This is an optimization exercise on Yosys and OpenROAD, whose aim is small area, a short achievable clock period and few clock cycles, not a production implementation.
Where RTL was checked, it was by simulation tests only, not by an equivalence proof against the original.
No activity file was given, so power comes from the tool's default toggle rates.

## north
==> flow/design.v <==
module sched_queue (
    input  wire        clk,
    input  wire        rst,
    input  wire        tick,
    input  wire        step_valid,
    input  wire [63:0] step_ht,
    input  wire        cmd_valid,
    input  wire [63:0] cmd_at,
    input  wire [3:0]  cmd_class,
    input  wire        cmd_strict,
    input  wire [19:0] cmd_lead,
    input  wire [7:0]  cmd_tag,
    output wire        ready,
    output wire [63:0] ht_now,
    output reg         rsp_valid,
    output reg  [2:0]  rsp_status,
    output reg  [7:0]  rsp_tag,
    output reg         rsp_high,
    output wire        ex_valid,
    output wire [7:0]  ex_tag,
    output wire        ex_late
);
    localparam N  = 8;
    localparam EW = 63;                  
    localparam [2:0] ST_QUEUED    = 3'd0;
    localparam [2:0] ST_BUSY      = 3'd1;
    localparam [2:0] ST_BAD_PARAM = 3'd2;
    localparam [2:0] ST_LATE      = 3'd3;
    localparam [2:0] ST_NOW       = 3'd4;
    reg [EW-1:0] ht;
    reg          armed;
    reg [N-1:0]  v;                      
    reg [N-1:0]  f;                      
    reg [EW-1:0] e_tick  [0:N-1];
    reg [3:0]    e_class [0:N-1];
    reg          e_late  [0:N-1];
    reg [7:0]    e_tag   [0:N-1];
    reg [N-1:0]  p [0:N-1];
    reg [N-1:0]  q [0:N-1];
    reg [EW-1:0] k_at;                   
    reg [EW-1:0] k_ea;                   
    reg [3:0]    k_c;                    
    reg [7:0]    k_tag;
    reg          k_late;                 
    reg          k_due;                  
    reg          k_lt;                   
    reg          k_unk;                  
    reg          k_first;                
    reg [N-1:0]  oh;
    reg          oh_due;                 
    reg          oh_lt;                  
    reg [7:0]    oh_tag;
    reg          oh_late;
    reg          oh_same;                
    reg          oh_more;                
    integer a, b;
    function automatic [1:0] cmp_lt_eq(input [63:0] xn, input [63:0] y);
        reg [63:0] l, e;
        integer k, w;
        begin
            for (k = 0; k < 64; k = k + 1) begin
                l[k] = xn[k] & y[k];
                e[k] = xn[k] ^ y[k];
            end
            for (w = 1; w < 64; w = w * 2)
                for (k = 0; k < 64; k = k + 2 * w) begin
                    l[k] = l[k+w] | (e[k+w] & l[k]);
                    e[k] = e[k+w] & e[k];
                end
            cmp_lt_eq = {l[0], e[0]};
        end
    endfunction
    wire exec_f   = !k_unk && k_due && (!oh_due || k_first);
    wire exec_o   = !k_unk && oh_due && !exec_f;
    wire second   = (k_due && oh_due) || (oh_due && (oh_same || (oh_lt && oh_more)));
    assign ex_valid = exec_f || exec_o;
    assign ex_tag   = exec_f ? k_tag : oh_tag;
    assign ex_late  = exec_f ? (k_late || k_lt) : (oh_late || oh_lt);
    assign ready    = !k_unk && !second;
    assign ht_now   = {1'b0, ht};
    wire [EW-1:0] k_e  = k_late ? k_ea : k_at;    
    wire [63:0]   k_en = ~{1'b0, k_e};
    reg [N-1:0] nf;                      
    reg [N-1:0] ns;                      
    reg [1:0]   c;
    always @(*) begin
        for (a = 0; a < N; a = a + 1) begin
            c     = cmp_lt_eq(k_en, {1'b0, e_tick[a]});
            ns[a] = c[0];
            nf[a] = c[1] || (c[0] && (k_c < e_class[a]));
        end
    end
    wire [63:0] lead64   = {44'd0, cmd_lead};
    wire [63:0] ht64     = {1'b0, ht};
    wire [63:0] nat      = ~cmd_at;
    wire [63:0] csa_s    = ht64 ^ lead64 ^ nat;
    wire [63:0] csa_c    = (ht64 & lead64) | (ht64 & nat) | (lead64 & nat);
    wire [64:0] late_sum = {1'b0, csa_s} + {csa_c, 1'b0};
    wire        is_late  = late_sum[64];
    wire [EW-1:0] earliest = ht + {{(EW-20){1'b0}}, cmd_lead};
    wire [63:0] limit    = {1'b0, ht} + 64'h400_0000_0000;
    wire [1:0]  far_c    = cmp_lt_eq(~limit, cmd_at);
    wire        too_far  = far_c[1];
    wire        bad_cls  = (cmd_class == 4'd0) || (cmd_class > 4'd10);
    wire        at_zero  = (cmd_at == 64'd0);
    wire [N-1:0] pop    = (f & {N{exec_f}}) | (oh & {N{exec_o}});
    wire [N-1:0] v_left = v & ~pop;
    wire         full   = &v_left;
    reg [2:0] status;
    always @(*) begin
        if (at_zero)                     status = ST_NOW;
        else if (bad_cls || too_far)     status = ST_BAD_PARAM;
        else if (is_late && cmd_strict)  status = ST_LATE;
        else if (full)                   status = ST_BUSY;
        else                             status = ST_QUEUED;
    end
    wire take_op = ready;
    wire insert  = take_op && cmd_valid && (status == ST_QUEUED);
    wire [EW-1:0] ht_inc  = ht + 1'b1;
    wire [EW-1:0] ht_next = !take_op   ? ht :
                            step_valid ? step_ht[EW-1:0] :
                            tick       ? ht_inc : ht;
    wire       at_eqe  = !csa_c[63] && (&(csa_s ^ {csa_c[62:0], 1'b0}));
    wire       at_lee  = is_late || at_eqe;                 
    wire       at_eq1  = (cmd_at == {1'b0, ht_inc});       
    wire       lead0   = (cmd_lead == 20'd0);
    wire       lead1   = (cmd_lead == 20'd1);
    wire       new_le  = tick ? ((lead0 && (at_lee || at_eq1)) || (lead1 && at_lee))
                              : (lead0 && at_lee);
    wire       new_lt  = tick && lead0 && at_lee;
    reg [3:0] occ;
    always @(*) begin
        occ = 4'd0;
        for (a = 0; a < N; a = a + 1)
            occ = occ + {3'd0, v_left[a]};
    end
    wire armed_now = armed || (occ < 4'd6);
    wire high      = insert && armed_now && (occ == 4'd6);
    reg [N-1:0] slot;
    reg         found;
    always @(*) begin
        slot  = {N{1'b0}};
        found = 1'b0;
        for (a = 0; a < N; a = a + 1)
            if (!v_left[a] && !found) begin
                slot[a] = 1'b1;
                found   = 1'b1;
            end
    end
    reg [N-1:0]  oh_next;
    reg [EW-1:0] oh_e_next;
    reg [7:0]    oh_tag_next;
    reg          oh_late_next;
    reg [3:0]    oh_cls_next;
    reg          same_next;
    reg          prec;
    reg          eqr;
    always @(*) begin
        for (a = 0; a < N; a = a + 1) begin
            oh_next[a] = v_left[a];
            for (b = 0; b < N; b = b + 1) begin
                if (b != a) begin
                    if (f[a])      prec = !nf[b];
                    else if (f[b]) prec = nf[a];
                    else           prec = (b < a) ? p[b][a] : !p[a][b];
                    if (v_left[b] && prec) oh_next[a] = 1'b0;
                end
            end
        end
        oh_e_next    = {EW{1'b0}};
        oh_tag_next  = 8'd0;
        oh_late_next = 1'b0;
        oh_cls_next  = 4'd0;
        for (a = 0; a < N; a = a + 1) begin
            oh_e_next    = oh_e_next    | ({EW{oh_next[a] && !f[a]}} & e_tick[a]);
            oh_tag_next  = oh_tag_next  | ({8{oh_next[a]}}  & e_tag[a]);
            oh_late_next = oh_late_next | (oh_next[a] & e_late[a]);
            oh_cls_next  = oh_cls_next  | ({4{oh_next[a]}}  & e_class[a]);
        end
        oh_e_next = oh_e_next | ({EW{|(oh_next & f)}} & k_e);
        same_next = 1'b0;
        for (a = 0; a < N; a = a + 1)
            for (b = a + 1; b < N; b = b + 1) begin
                if (f[a])      eqr = ns[b];
                else if (f[b]) eqr = ns[a];
                else           eqr = q[a][b];
                if (eqr && v_left[a] && v_left[b] && (oh_next[a] || oh_next[b]))
                    same_next = 1'b1;
            end
    end
    wire [1:0] oh_c = cmp_lt_eq(~{1'b0, oh_e_next}, {1'b0, ht_next});
    always @(posedge clk) begin
        if (rst) begin
            ht        <= {EW{1'b0}};
            v         <= {N{1'b0}};
            f         <= {N{1'b0}};
            armed     <= 1'b1;
            rsp_valid <= 1'b0;
            k_due     <= 1'b0;
            k_unk     <= 1'b0;
            oh_due    <= 1'b0;
            oh_same   <= 1'b0;
            oh_more   <= 1'b0;
        end else begin
            ht        <= ht_next;
            armed     <= armed_now && !high;
            rsp_valid <= take_op && cmd_valid;
            v         <= v_left | (slot & {N{insert}});
            f         <= slot & {N{insert}};
            k_due     <= insert && !step_valid && new_le;
            k_unk     <= insert && step_valid;
            oh_due    <= (|v_left) && (oh_c[1] || oh_c[0]);
            oh_same   <= same_next;
            oh_more   <= |(v_left & ~oh_next);
        end
    end
    always @(posedge clk) begin
        rsp_status <= status;
        rsp_tag    <= cmd_tag;
        rsp_high   <= high;
        k_at       <= cmd_at[EW-1:0];
        k_ea       <= earliest;
        k_c        <= cmd_class;
        k_tag      <= cmd_tag;
        k_late     <= is_late;
        k_lt       <= new_lt;
        k_first    <= new_lt || (cmd_class < oh_cls_next);
        oh         <= oh_next;
        oh_lt      <= oh_c[1];
        oh_tag     <= oh_tag_next;
        oh_late    <= oh_late_next;
    end
    always @(posedge clk) begin
        for (a = 0; a < N; a = a + 1) begin
            if (f[a])
                e_tick[a]  <= k_e;
            if (slot[a]) begin
                e_class[a] <= cmd_class;
                e_late[a]  <= is_late;
                e_tag[a]   <= cmd_tag;
            end
        end
        for (a = 0; a < N; a = a + 1)
            for (b = a + 1; b < N; b = b + 1) begin
                if (f[a]) begin
                    p[a][b] <= nf[b];
                    q[a][b] <= ns[b];
                end else if (f[b]) begin
                    p[a][b] <= !nf[a];
                    q[a][b] <= ns[a];
                end
            end
    end
endmodule
make LEC_CHECK=0 CAP_MARGIN=20 CORE_MARGIN=2 CORE_UTILIZATION=60 PLACE_DENSITY=0.7 SLEW_MARGIN=20 finish   # period 52.0 ns
run.sh (not shown) runs the stock make flow with config.mk's settings and CLKGATE_MAP_FILE= SYNTH_SCRIPT=/design/flow/synth_recipe.tcl, a recipe that flattens the netlist after the stock synthesis.
> inputs changed (north -> south)
Settings: clearing PLACE_DENSITY, which used to be 0.7; swapping 60 for 40 in CORE_UTILIZATION.
[summary]
NOTE achievable clock frequency north->south decreased by a few percent
Compared with north, south shows a higher power.
Core utilization for south: 22 points down relative to north
Taking north as 1.0, south lands at 0.888 on maximum ir drop on the vdd rail.
Measured against each other, north and south differ in final area, the higher figure coming from south.
Compared with north, in south area of the die higher, number of cells in the finished layout apart from fillers now sits higher.
south gives more leakage power than north did.
south does worse than north on design internal power.
Setup slack on south is behind north.
Re combinational fraction of design power: north was higher than south.
No run of this note included a check of the RTL's function; only the layout flow was run.

========
sched_queue, a different RTL version from the one above (not shown whole).
For scale: roughly 5400 cells after synthesis, roughly 920 flip-flops, about 250 I/O pins, about 0.057 mm^2 of cells after synthesis.
clock: 52.0 ns
lec_check: 0
cap_margin: 20
core_margin: 2
core_utilization: 60
cts_cluster_diameter: 100
cts_cluster_size: 20
place_density: 0.7
slew_margin: 20
standard.sh (not shown) runs the stock make flow with config.mk's settings and CLKGATE_MAP_FILE= SYNTH_SCRIPT=/design/flow/synth_recipe.tcl, a recipe that flattens the netlist after the stock synthesis.
==> flow/flow/run.sh <==
#!/bin/bash
set -euo pipefail
export BUFFER_PORTS_ARGS="-buffer_cell sky130_fd_sc_hd__buf_2"
bash standard.sh > standard_flow.log 2>&1
The starting point produced a clean layout.
Testbench counts at the start, summed over its fixed seeds: cycles 26,019.
Next try:
Settings changed: CTS_CLUSTER_DIAMETER 100 to default, CTS_CLUSTER_SIZE 20 to default.
Critical path depth is unchanged.
Area after synthesis does not change.
Total power is higher by 18%.
Wire length grows by 0.89%.
Cell area is higher by 3.1%.
First-iteration DRC count fell by 0.77%.
Setup slack gains 0.068 ns.
Non-clock buffer count rose by 1.
Utilization came out higher by 2.0 points.

========
before:
Another version of the RTL of sched_queue (not shown whole).
For scale: ~5500 cells after synthesis, ~920 flip-flops.
==> flow/config.mk <==
export PLATFORM = sky130hd
export DESIGN_NAME = sched_queue
export DESIGN_NICKNAME = sched_queue
export VERILOG_FILES = /design/flow/design.v
export SDC_FILE = /design/flow/constraint.sdc
export NUM_CORES = 4
export LEC_CHECK = 0
export CAP_MARGIN = 20
export CORE_MARGIN = 2
export CORE_UTILIZATION = 60
export PLACE_DENSITY = 0.7
export SLEW_MARGIN = 20
==> flow/constraint.sdc <==
create_clock -name core_clock -period 52.0 [get_ports {clk}]
set_input_delay 10.4000 -clock core_clock [delete_from_list [all_inputs] [get_ports {clk}]]
set_output_delay 10.4000 -clock core_clock [all_outputs]
set_load 0.01 [all_outputs]
run.sh (not shown) runs the stock make flow with config.mk's settings and CLKGATE_MAP_FILE= SYNTH_SCRIPT=/design/flow/synth_recipe.tcl, a recipe that flattens the netlist after the stock synthesis.
Stock flow here: none of the scripts above is used.
The inputs of after differ from those of before as listed below.
==> flow/flow/run.sh (new file) <==
#!/bin/bash
set -euo pipefail
export BUFFER_PORTS_ARGS="-buffer_cell sky130_fd_sc_hd__buf_2"
bash standard.sh > standard_flow.log 2>&1
==> flow/standard.sh (new file) <==
#!/bin/bash
# synth_recipe.tcl (not shown) runs the flow's synth.tcl, then flattens the netlist and writes it again
# the make line also repeats each setting of config.mk as NAME=value (left out here)
make -C /OpenROAD-flow-scripts/flow DESIGN_CONFIG=/design/flow/config.mk WORK_HOME=/design/flow/orfs CLKGATE_MAP_FILE= SYNTH_SCRIPT=/design/flow/synth_recipe.tcl "${@:-finish}"
removed: flow/run.sh
Results
On part of the cycle the worst path needs: after sits below before.
Measured against each other, before and after differ in global routing met2 resource utilization, the higher figure coming from before.
Higher clock power among before and after: before
Status: part of the power in combinational logic parity (after, before)
Function was not checked in any run of this note: the RTL went through the layout flow alone.

## afterwards: timing with drivers on the ports
Ports are ideal in the flow. The routed layouts listed here were re-timed in OpenROAD.
Step 1: set_driving_cell puts a clkbuf_16 on clk and a buf_2 on each other input, an assumption about the parent block.
Step 2 adds t to the input delays and takes it off the output delays; t is the mean of the earliest and latest rising clock arrival at the registers after step 1. Input paths then give back, and output paths get back, about the clock's delay inside the block.
Slacks: ideal ports / drivers / drivers and shift; pairs: ideal ports / drivers.
| run | t, ns | slack for setup (ns) | worst setup path after step 2 | slew at the worst register clock pin (ns) |
|---|---|---|---|---|
| north | 0.772 | 35.861 / 35.914 / 35.142 | input to register | 0.07 / 0.07 |
| south | 0.796 | 35.529 / 35.575 / 34.778 | input to register | 0.07 / 0.07 |
| the first run of note 2 | 0.736 | 37.707 / 37.766 / 37.030 | input to register | 0.10 / 0.10 |
| the second run of note 2 | 0.779 | 37.776 / 37.835 / 37.056 | input to register | 0.07 / 0.07 |
| before | 0.788 | 36.423 / 36.477 / 35.690 | input to register | 0.07 / 0.07 |
| after | 0.754 | 36.750 / 36.787 / 36.032 | input to register | 0.08 / 0.08 |
After both steps every run listed still meets setup and hold. For south, which loses most, drivers alone change the setup slack by +0.046 ns; drivers and shift together by -0.751 ns.
